Context: an optimization exercise on an open-source flow, tuned for small area, a short achievable clock period and few clock cycles. The choices shown serve that exercise and are no tape-out recipe.
Only simulation tests tie the RTL to the original design; equivalence was not proved.
Power is estimated from default activity; no workload was simulated.

## flow/design.v (module list and top-level ports; edited modules follow where they fit)
// module fir_channel: 638 lines
// module fir_lane: 1461 lines
// module fir_sum: 1377 lines
module fir_channel (
    input  wire        clk,
    input  wire        rst,
    input  wire        in_valid,
    input  wire [23:0] in_data,
    output wire        in_ready,
    input  wire        cfg_we,
    input  wire [5:0]  cfg_addr,
    input  wire [31:0] cfg_wdata,
    output wire        idle,
    output reg         out_valid,
    output reg  [23:0] out_y,
    output reg         out_invalid,
    output reg         out_sat,
    output reg  [1:0]  thr_on,
    output reg  [1:0]  thr_chg,
    output reg  [1:0]  thr_pip,
    output reg  [15:0] sat_cnt
);
  // ...
==> flow/flow/run.sh <==
#!/bin/bash
# The standard layout (standard.sh: ORFS synth .. finish, unchanged scripts and
# constraints), with ORFS's repair_timing asked to aim for setup slack well above zero,
# so that it also shortens paths that already meet the 13 ns clock. Gate cloning is
# skipped so that every register of the standard synthesis is kept as it is.
# The full output of the ORFS run goes to standard.log in the work folder; ORFS's
# per-step logs are under orfs/logs/.
set -euo pipefail
export SETUP_SLACK_MARGIN=8.3
export SKIP_GATE_CLONING=1
bash standard.sh > standard.log 2>&1
==> flow/standard.sh <==
#!/bin/bash
# synth_recipe.tcl (not shown) runs the flow's synth.tcl, then flattens the netlist and writes it again
# the make line also repeats each setting of config.mk as NAME=value (left out here)
make -C /OpenROAD-flow-scripts/flow DESIGN_CONFIG=/design/flow/config.mk WORK_HOME=/design/flow/orfs CLKGATE_MAP_FILE= SYNTH_SCRIPT=/design/flow/synth_recipe.tcl "${@:-finish}"
==> flow/config.mk <==
export PLATFORM = sky130hd
export DESIGN_NAME = fir_channel
export DESIGN_NICKNAME = fir_channel
export VERILOG_FILES = /design/flow/design.v
export SDC_FILE = /design/flow/constraint.sdc
export NUM_CORES = 4
export LEC_CHECK = 0
export CAP_MARGIN = 20
export CORE_MARGIN = 2
export CORE_UTILIZATION = 45
export CTS_CLUSTER_DIAMETER = 80
export CTS_CLUSTER_SIZE = 20
export PLACE_DENSITY = 0.6
export SLEW_MARGIN = 20
==> flow/constraint.sdc <==
create_clock -name core_clock -period 13.0 [get_ports {clk}]
set_input_delay 2.6000 -clock core_clock [delete_from_list [all_inputs] [get_ports {clk}]]
set_output_delay 2.6000 -clock core_clock [all_outputs]
set_load 0.01 [all_outputs]
==> out/results.ini, run 1 <==
[outcome]
status = timing/DRC/antenna clean

[sta]
finalHoldViolCount = 0
fin_crit_sh_pct = 35.8
whs_ns = 0.325
rsz0062_at_grt = yes
worst_slew_margin_rel_pct = 16.6

[logic_synthesis]
synth_common_cells = 1811 x edfxtp_1, 1801 x inv_1, 1727 x a22oi_1, 1438 x dfxtp_1, 1239 x fa_1
synth_top_family_by_area = adder cells
yosys.area.top_type_share_pct = 28.1
synth_area_leaders = edfxtp_1 28%, dfxtp_1 15%, fa_1 13%

[floorplan]
row_count = 241
coreArea_um2 = 430000
dieWidth_um = 660

[pwr]
comb_power_share_pct = 58.2
power.switching_mw = 25.4

[clocking]
post_cts_buffers = 19
path_clk_slew_ns = 0.09
cts_num_sinks = 3249

[final_layout]
multi_input_area_share_pct = 47.9
syn2layout_area_growth_pct = 8.38
buffers_excl_clock = 686
largest_class = multi-input combinational cells

[place]
hpwl_um = 451000
placed_cell_area_um2 = 202000
place.detailed.instances = 22600

[worst_hold_path]
min_path_type = flip-flop to flip-flop

[critical_path]
cp.depth = 23
start_kind = flip-flop
r2r-start = thr_hyst[0][2]
crit_chain = nor2_4 -> nor4b_4 -> nand2_2 -> nor2_2 -> nor2_2 -> xor2_1 -> ha_1 -> buf_6 -> a21o_1 -> a221o_1 -> o31a_1 -> nor4_4 -> o31ai_2 -> buf_4 -> a211oi_2 -> nor2_1 -> xnor2_1 -> ha_2 -> nand4_1 -> nor2_1 -> nand2_1 -> o41ai_1 -> mux2i_1
critPathCapture = o1_ton[0]
path_max_fanout = 4

[global_routing]
grt.overflow.total = 0
grt_use_met3_pct = 8.27
track_usage_pct = 30.3
grt_pass1_vias = 136000

[routing]
top_layer_used = met5

Testbench counts, summed over its fixed seeds: cycles 10,271.
==> run 2: changes to the inputs <==
--- a/flow/config.mk
+++ b/flow/config.mk
@@ -7,8 +7,8 @@
 export LEC_CHECK = 0
 export CAP_MARGIN = 20
 export CORE_MARGIN = 2
-export CORE_UTILIZATION = 45
+export CORE_UTILIZATION = 55
 export CTS_CLUSTER_DIAMETER = 80
 export CTS_CLUSTER_SIZE = 20
-export PLACE_DENSITY = 0.6
+export PLACE_DENSITY = 0.7
 export SLEW_MARGIN = 20
==> out/results.ini, run 2 <==
[logic_synthesis]
synth-simple-area-share_pct = 7.35  ; unchanged
synth_edf_count = 1811  ; unchanged
seq_area_frac_synth_pct = 42.9  ; unchanged
synthCells = 17500  ; unchanged
synth.most_common_cell = edfxtp_1  ; unchanged
synth_compound_area_share_pct = 13.1  ; unchanged
yosys.area.top_type_share_pct = 28.1  ; unchanged
yosys.area_share.adder_pct = 16.8  ; unchanged
ys_ff_latch = 3249  ; unchanged
synth.largest_area_cell = edfxtp_1  ; unchanged
synth.distinct_cells = 97  ; unchanged
syn-num-nets = 19500  ; unchanged
netlist_area_um2 = 194000  ; unchanged
ys_warn_count = 111  ; unchanged
synth_area_leaders = edfxtp_1 28%, dfxtp_1 15%, fa_1 13%  ; unchanged
async_flop_share_pct = 0  ; unchanged
avgSynthCellArea_um2 = 11.0  ; unchanged
synth_common_cells = 1811 x edfxtp_1, 1801 x inv_1, 1727 x a22oi_1, 1438 x dfxtp_1, 1239 x fa_1  ; unchanged
synthXorXnorAreaFrac_pct = 7.18  ; unchanged
synth-main-ff-cell = edfxtp_1  ; unchanged
synth.area.mux_share_pct = 6.68  ; unchanged
synth_top_family_by_area = adder cells  ; unchanged

[sta]
tightest_slew_ns = 1.29  ; was 1.25 ns
setup_viol = 0  ; unchanged
finalHoldViolCount = 0  ; unchanged
whs_ns = 0.328  ; was 0.325 ns
fin_crit_sh_pct = 38.1  ; was 35.8%
fin_skew_ns = 0.117  ; was 0.0882 ns
worst_slew_margin_rel_pct = 11.4  ; was 16.6%
finalSetupTns_ns = 0  ; unchanged
finalMaxSlewViolations = 0  ; unchanged
rsz0062_at_grt = yes  ; unchanged
period_needed_ns = 4.95  ; was 4.65 ns
fmax_mhz = 202  ; was 215 MHz

[floorplan]
dieWidth_um = 598  ; was 660 um
start_util_pct = 55.4  ; was 45.1%
die_h_um = 598  ; was 660 um
coreArea_um2 = 350000  ; was 430000 um^2
dieArea_um2 = 357000  ; was 436000 um^2
boundaryPins = 117  ; unchanged
row_count = 217  ; was 241

[critical_path]
required_ns = 13.82  ; was 13.86 ns
crit_path_end_kind = flip-flop  ; unchanged
worstSetupPathType = flip-flop to flip-flop  ; unchanged
path_max_fanout = 4  ; unchanged
start_kind = flip-flop  ; unchanged
arrival_ns = 5.77  ; was 5.51 ns

[routing]
wire_per_inst_um = 30.1  ; was 29.2 um
drtAntennaViolNets = 0  ; unchanged
vias = 143000  ; was 139k
wirelength_um = 660000  ; was 674000 um
drt-initial-drc-count = 19800  ; was 18.1k
drcViolationCount = 0  ; unchanged
viasPerCell = 6.52  ; was 6.04
firstDrtPassIters = 9  ; was 8

[pwr]
clock_power_share_pct = 13.4  ; was 13.8%
internal-power_mw = 26.2  ; about the same
powerDensity_nw_per_um2 = 248  ; was 245 nW/um^2
swShare_pct = 49.3  ; was 49.2%
power.switching_mw = 25.4  ; about the same
ir_drop_mv = 0.182  ; was 0.247 mV
p_leak_nw = 79.3  ; was 79.4 nW
pwr-share-seq_pct = 28.1  ; was 28.0%
comb_power_share_pct = 58.6  ; was 58.2%

[global_routing]
track_usage_pct = 36.3  ; was 30.3%
antenna_found_initial = 52  ; was 36
grt_max_degree = 176  ; was 152
grt.overflow.total = 0  ; unchanged
grt_pass1_vias = 138000  ; was 136k
grt_pass1_wl_um = 948000  ; was 965000 um

[final_layout]
layout-drive-gt1-share_pct = 11.0  ; was 11.2%
utilization_pct = 59.6  ; was 48.9%
final_common_cell = edfxtp_1  ; unchanged
n_fill_cell = 28400  ; was 39.2k
nets = 19100  ; about the same
syn2layout_area_growth_pct = 7.57  ; was 8.38%
most-common-layout-cells = 1811 x edfxtp_1, 1798 x inv_1, 1725 x a22oi_1  ; was 1811 x edfxtp_1, 1797 x inv_1, 1724 x a22oi_1

[clocking]
path_clk_slew_ns = 0.08  ; was 0.09 ns
cts_buffers = 204  ; was 211
root_buffer = clkbuf_16  ; unchanged
cts_num_sinks = 3249  ; unchanged
clk_latency_ns = 1.00  ; was 1.01 ns
clockBufferDepth = 4  ; unchanged
cts_tree = done  ; unchanged
cts_max_level = 4  ; unchanged

[place]
place.gp.congestion = 0.994  ; was 0.985
hpwl_um = 429000  ; was 451000 um
portBuffers = 114  ; unchanged

[job]
drv_cap = 0  ; unchanged

[outcome]
status = timing/DRC/antenna clean  ; unchanged

[worst_hold_path]
min_path_type = flip-flop to flip-flop  ; unchanged

[run 2: what timing repair did]
action,in CTS,in global routing
endpoints found under the setup margin,75,63
hold buffers,0,0
pin swaps,29,57
buffers inserted,20,33
resized for setup,66,118
[run 2: through the flow]
| stage | cell area [um^2] | instances | setup WS (ns) | total power [mW] |
|---|---|---|---|---|
| floorplan | 194000 | 17500 | 7.72 | 31.6 |
| global placement | 201000 | 21500 | 7.41 | 42.8 |
| detailed placement | 201000 | 21500 | 7.42 | 43.5 |
| CTS | 208000 | 21900 | 8.08 | 50.5 |
| global route | 208000 | 21900 | 7.80 | 54.6 |
| finish | 209000 | 22000 | 8.05 | 51.6 |
[run 2: worst max-delay path, cell delays in order, from the launching register on]
cell      delay (ns)
dfxtp_4         0.37
inv_1           0.09
ha_4            0.16
nand2_4         0.06
nor4_4          0.31
a21oi_2         0.10
xor2_1          0.26
ha_1            0.31
and3_4          0.19
a221o_1         0.37
o31a_1          0.36
nor4_4          0.28
o31ai_2         0.11
buf_4           0.16
a21o_1          0.19
a21oi_2         0.14
xnor2_1         0.14
ha_1            0.27
a21o_1          0.17
a211oi_2        0.28
nor2_1          0.10
a21oi_2         0.14
mux2i_1         0.29
[run 2: power groups by stage]
stage / registers (mW) / clock network [mW] / logic (mW)
floorplan: 13.9 / 0 / 17.6
global placement: 14.6 / 0 / 28.2
detailed placement: 14.6 / 0 / 28.9
CTS: 14.4 / 6.96 / 29.1
global route: 14.6 / 7.30 / 32.7
finish: 14.5 / 6.91 / 30.2
[run 2: final cells by class]
type	count	area [um^2]	share of cell area (%)
inverters	1810	6810	3.26
repair buffers	664	5380	2.58
clock buffers	303	5680	2.72
well taps	4599	5750	2.76
diodes	41	103	0.0492
multi-input cells	11200	101000	48.3
clock inverters	49	709	0.340
flip-flops and latches	3249	83300	39.9
[run 2: path summary, 6_finish.rpt]
check	start	endpoint	slack, ns	cells past startpoint
min reg2reg	o1_y[7]	out_y[7]	0.33	0
min	o1_y[7]	out_y[7]	0.33	0
max reg2reg	thr_hyst[0][0]	o1_ton[0]	8.05	22
max	thr_hyst[0][0]	o1_ton[0]	8.05	22
[run 2: cell families after synthesis]
| kind of cell | Yosys count |
|---|---|
| xor gates and xnor gates | 1589 |
| AOI/OAI and AO/OA | 3743 |
| buffers and inverters | 3058 |
| adders and majority gates | 1856 |
| and+or+nand+nor | 2940 |
| muxes | 1113 |
| DFF | 3249 |
[run 2: metal layers]
layer,track usage (%),share of wire [%]
met5,0.107,0.042
met4,20.6,7.0
met3,13.6,14
met2,52.7,42
met1,46.6,37

[port drivers added, routing unchanged]
The flow's constraints put no driver on any port. The routed layouts listed below were extracted and timed again, unchanged, in two steps. Step 1 sets driving cells, clkbuf_16 on the clock port and buf_2 on the other inputs (assumed; they add their load-dependent delay and slew). Step 2 also shifts input and output timing later by t, the mid clock arrival at the registers, as if the neighbouring blocks saw the same clock. Slacks: no drivers / after step 1 / after step 2; pairs: no drivers / after step 1.
run	t (ns)	setup WS [ns]	worst slew at a driven data input, ns
run 1	1.087	8.348 / 8.283 / 7.756	0.08
run 2	1.052	8.052 / 8.052 / 8.052	0.11
After both steps every run listed still meets setup and hold. For run 1, which loses most, drivers alone change the setup slack by -0.065 ns; drivers and shift together by -0.592 ns.
